From an optimization exercise on the open Yosys and OpenROAD flow, aimed at small area, a short achievable clock period and few clock cycles per item; shortcuts taken in it are not production practice.
In this exercise RTL edits were held to simulation tests only and were not proved equivalent to the original.

==> flow/design.v <==
module sha256_core (
    input  wire         clk,
    input  wire         rst,         
    input  wire         start,
    input  wire         init,
    input  wire [511:0] block,       
    output wire         ready,
    output reg          done,
    output wire [255:0] digest       
);
    localparam [255:0] IV = {32'h6a09e667, 32'hbb67ae85, 32'h3c6ef372, 32'ha54ff53a,
                             32'h510e527f, 32'h9b05688c, 32'h1f83d9ab, 32'h5be0cd19};
    reg [31:0] h0, h1, h2, h3, h4, h5, h6, h7;
    reg [31:0] a, b, c, d, e, f, g, h;
    reg [31:0] w [0:15];             
    reg [31:0] kr;                   
    reg [6:0]  t;                    
    reg        busy;
    reg        rdy;                  
    reg        use_iv;               
    reg        blk_iv;               
    assign ready  = rdy;
    assign digest = {h0, h1, h2, h3, h4, h5, h6, h7};
    wire [6:0] t_next = busy ? t + 7'd1 : 7'd0;
    reg [31:0] k_n;
    always @(*) begin
        case (t_next[5:0])
            6'd0:  k_n = 32'h428a2f98; 6'd1:  k_n = 32'h71374491; 6'd2:  k_n = 32'hb5c0fbcf; 6'd3:  k_n = 32'he9b5dba5;
            6'd4:  k_n = 32'h3956c25b; 6'd5:  k_n = 32'h59f111f1; 6'd6:  k_n = 32'h923f82a4; 6'd7:  k_n = 32'hab1c5ed5;
            6'd8:  k_n = 32'hd807aa98; 6'd9:  k_n = 32'h12835b01; 6'd10: k_n = 32'h243185be; 6'd11: k_n = 32'h550c7dc3;
            6'd12: k_n = 32'h72be5d74; 6'd13: k_n = 32'h80deb1fe; 6'd14: k_n = 32'h9bdc06a7; 6'd15: k_n = 32'hc19bf174;
            6'd16: k_n = 32'he49b69c1; 6'd17: k_n = 32'hefbe4786; 6'd18: k_n = 32'h0fc19dc6; 6'd19: k_n = 32'h240ca1cc;
            6'd20: k_n = 32'h2de92c6f; 6'd21: k_n = 32'h4a7484aa; 6'd22: k_n = 32'h5cb0a9dc; 6'd23: k_n = 32'h76f988da;
            6'd24: k_n = 32'h983e5152; 6'd25: k_n = 32'ha831c66d; 6'd26: k_n = 32'hb00327c8; 6'd27: k_n = 32'hbf597fc7;
            6'd28: k_n = 32'hc6e00bf3; 6'd29: k_n = 32'hd5a79147; 6'd30: k_n = 32'h06ca6351; 6'd31: k_n = 32'h14292967;
            6'd32: k_n = 32'h27b70a85; 6'd33: k_n = 32'h2e1b2138; 6'd34: k_n = 32'h4d2c6dfc; 6'd35: k_n = 32'h53380d13;
            6'd36: k_n = 32'h650a7354; 6'd37: k_n = 32'h766a0abb; 6'd38: k_n = 32'h81c2c92e; 6'd39: k_n = 32'h92722c85;
            6'd40: k_n = 32'ha2bfe8a1; 6'd41: k_n = 32'ha81a664b; 6'd42: k_n = 32'hc24b8b70; 6'd43: k_n = 32'hc76c51a3;
            6'd44: k_n = 32'hd192e819; 6'd45: k_n = 32'hd6990624; 6'd46: k_n = 32'hf40e3585; 6'd47: k_n = 32'h106aa070;
            6'd48: k_n = 32'h19a4c116; 6'd49: k_n = 32'h1e376c08; 6'd50: k_n = 32'h2748774c; 6'd51: k_n = 32'h34b0bcb5;
            6'd52: k_n = 32'h391c0cb3; 6'd53: k_n = 32'h4ed8aa4a; 6'd54: k_n = 32'h5b9cca4f; 6'd55: k_n = 32'h682e6ff3;
            6'd56: k_n = 32'h748f82ee; 6'd57: k_n = 32'h78a5636f; 6'd58: k_n = 32'h84c87814; 6'd59: k_n = 32'h8cc70208;
            6'd60: k_n = 32'h90befffa; 6'd61: k_n = 32'ha4506ceb; 6'd62: k_n = 32'hbef9a3f7; default: k_n = 32'hc67178f2;
        endcase
    end
    function [63:0] csa(input [31:0] x, input [31:0] y, input [31:0] z);
        begin
            csa[63:32] = x ^ y ^ z;
            csa[31:0]  = {((x & y) | (x & z) | (y & z)), 1'b0} ;
        end
    endfunction
    wire [31:0] S1 = {e[5:0], e[31:6]} ^ {e[10:0], e[31:11]} ^ {e[24:0], e[31:25]};
    wire [31:0] CH = (e & f) ^ (~e & g);
    wire [31:0] S0 = {a[1:0], a[31:2]} ^ {a[12:0], a[31:13]} ^ {a[21:0], a[31:22]};
    wire [31:0] MJ = (a & b) ^ (a & c) ^ (b & c);
    wire [63:0] x   = csa(h, kr, w[0]);
    wire [63:0] a1  = csa(S1, CH, S0);
    wire [63:0] a2  = csa(x[63:32], x[31:0], MJ);
    wire [63:0] a3  = csa(a1[63:32], a1[31:0], a2[63:32]);
    wire [63:0] a4  = csa(a3[63:32], a3[31:0], a2[31:0]);
    wire [31:0] a_new = a4[63:32] + a4[31:0];
    wire [63:0] e1  = csa(S1, CH, d);
    wire [63:0] e2  = csa(e1[63:32], e1[31:0], x[63:32]);
    wire [63:0] e3  = csa(e2[63:32], e2[31:0], x[31:0]);
    wire [31:0] e_new = e3[63:32] + e3[31:0];
    wire [31:0] ws0  = {w[1][6:0], w[1][31:7]} ^ {w[1][17:0], w[1][31:18]} ^ (w[1] >> 3);
    wire [31:0] ws1  = {w[14][16:0], w[14][31:17]} ^ {w[14][18:0], w[14][31:19]} ^ (w[14] >> 10);
    wire [63:0] s1c  = csa(w[0], w[9], ws0);
    wire [63:0] s2c  = csa(s1c[63:32], s1c[31:0], ws1);
    wire [31:0] wnew = s2c[63:32] + s2c[31:0];
    reg [31:0] iva, ive;
    always @(*) begin
        case (t[1:0])
            2'd1:    begin iva = IV[159:128]; ive = IV[31:0];   end
            2'd2:    begin iva = IV[191:160]; ive = IV[63:32];  end
            2'd3:    begin iva = IV[223:192]; ive = IV[95:64];  end
            default: begin iva = IV[255:224]; ive = IV[127:96]; end
        endcase
    end
    wire [31:0] fa_sum = (blk_iv ? iva : h3) + a;
    wire [31:0] fe_sum = (blk_iv ? ive : h7) + e;
    wire ivsel = init | use_iv;
    wire rot   = busy & (t >= 7'd61);
    always @(posedge clk) begin
        if (rst) begin
            busy   <= 1'b0;
            rdy    <= 1'b1;
            done   <= 1'b0;
            use_iv <= 1'b1;
        end else begin
            done <= 1'b0;
            if (!busy) begin
                if (start) begin
                    busy   <= 1'b1;
                    rdy    <= 1'b0;
                    use_iv <= 1'b0;
                end
            end else begin
                if (t == 7'd64) begin
                    busy <= 1'b0;
                    rdy  <= 1'b1;
                    done <= 1'b1;
                end
            end
        end
    end
    integer i;
    always @(posedge clk) begin
        t  <= t_next;
        kr <= k_n;
        if (!busy) begin
            a <= ivsel ? IV[255:224] : h0;
            b <= ivsel ? IV[223:192] : h1;
            c <= ivsel ? IV[191:160] : h2;
            d <= ivsel ? IV[159:128] : h3;
            e <= ivsel ? IV[127:96]  : h4;
            f <= ivsel ? IV[95:64]   : h5;
            g <= ivsel ? IV[63:32]   : h6;
            h <= ivsel ? IV[31:0]    : h7;
            for (i = 0; i < 16; i = i + 1)
                w[i] <= block[511 - 32*i -: 32];
        end else begin
            a <= a_new;
            b <= a;
            c <= b;
            d <= c;
            e <= e_new;
            f <= e;
            g <= f;
            h <= g;
            for (i = 0; i < 15; i = i + 1)
                w[i] <= w[i + 1];
            w[15] <= wnew;
        end
    end
    always @(posedge clk) begin
        if (!busy)
            blk_iv <= ivsel;
        if (rot) begin
            h0 <= fa_sum; h1 <= h0; h2 <= h1; h3 <= h2;
            h4 <= fe_sum; h5 <= h4; h6 <= h5; h7 <= h6;
        end
    end
endmodule
Settings: LEC_CHECK=0, ABC_AREA=1, CAP_MARGIN=20, CORE_MARGIN=2, CORE_UTILIZATION=40, GPL_ROUTABILITY_DRIVEN=0, PLACE_DENSITY=0.6, SLEW_MARGIN=20; clock period 15.0 ns.
standard.sh (not shown) runs the stock make flow with config.mk's settings and CLKGATE_MAP_FILE= SYNTH_SCRIPT=/design/flow/synth_recipe.tcl, a recipe that flattens the netlist after the stock synthesis.
==> flow/flow/run.sh <==
#!/bin/bash
# The standard layout, with each port buffered by a buf_1 instead of the
# flow's default port buffer, timing repair asked to leave 10.6 ns of setup
# slack so that it sizes the critical paths, and clock tree synthesis with
# larger sink clusters and no dummy loads. The make output is kept in
# flow_make.log.
set -euo pipefail
bash standard.sh "BUFFER_PORTS_ARGS=-buffer_cell sky130_fd_sc_hd__buf_1" SETUP_SLACK_MARGIN=10.6 \
  "CTS_ARGS=-sink_clustering_enable -repair_clock_nets -dont_use_dummy_load -sink_clustering_size 24 -sink_clustering_max_diameter 120" \
  finish > flow_make.log 2>&1
Testbench counts at the start, summed over its fixed seeds: cycles 19,016, blocks 288.
Rerun with:
==> flow/flow/run.sh (replaced) <==
#!/bin/bash
# The standard layout, with each port buffered by a buf_1 instead of the
# flow's default port buffer, and timing repair asked to leave 10.5 ns of setup
# slack so that it sizes the critical paths. The make output is kept in
# flow_make.log.
set -euo pipefail
bash standard.sh "BUFFER_PORTS_ARGS=-buffer_cell sky130_fd_sc_hd__buf_1" SETUP_SLACK_MARGIN=10.5 finish > flow_make.log 2>&1
--- a/flow/config.mk
+++ b/flow/config.mk
@@ -12 +11,0 @@
-export GPL_ROUTABILITY_DRIVEN = 0
=> The changed run finished with timing, DRC and antenna clean. Design area grows by 3.9%. Clock skew shrinks by 0.028 ns. Die area does not change. Global-route usage grows by 4.3 points.
Rerun with:
==> flow/flow/run.sh (replaced) <==
#!/bin/bash
# The standard layout, with each port buffered by a buf_1 instead of the
# flow's default port buffer, timing repair asked to leave 10.5 ns of setup
# slack so that it sizes the critical paths, and clock tree synthesis with
# larger sink clusters and no dummy loads. The make output is kept in
# flow_make.log.
set -euo pipefail
bash standard.sh "BUFFER_PORTS_ARGS=-buffer_cell sky130_fd_sc_hd__buf_1" SETUP_SLACK_MARGIN=10.5 \
  "CTS_ARGS=-sink_clustering_enable -repair_clock_nets -dont_use_dummy_load -sink_clustering_size 24 -sink_clustering_max_diameter 120" \
  finish > flow_make.log 2>&1
=>
- die area stays the same
- final cell count fell by 2.0%
- via count fell by 1.8%
- setup slack gains 0.051 ns
- wire length fell by 1.3%

## re-timing with driven ports
The results above use ideal ports. As a check the final layouts listed here were re-extracted and re-timed, cells and wires unchanged. Step 1, drivers: a clkbuf_16 drives clk and a buf_2 each remaining input, both assumed. Step 2 adds t to the input delays and takes it off the output delays; t is the mean of the earliest and latest rising clock arrival at the registers after step 1. Input paths then give back, and output paths get back, about the clock's delay inside the block. Three values: ideal ports, drivers, drivers and shift; two values: the first two.
run | t (ns) | setup slack, ns | worst setup path at the end | worst register clock-pin slew, ns | worst slew at a driven data input, ns
the first run | 0.729 | 10.529 / 10.455 / 9.910 | input to register | 0.10 / 0.10 | 0.14
the second run | 0.826 | 10.479 / 10.404 / 9.817 | input to register | 0.07 / 0.07 | 0.14
the third run | 0.750 | 10.530 / 10.454 / 9.885 | input to register | 0.11 / 0.11 | 0.15
After both steps every run listed still meets setup and hold. For the second run, which loses most, drivers alone change the setup slack by -0.075 ns; drivers and shift together by -0.662 ns.
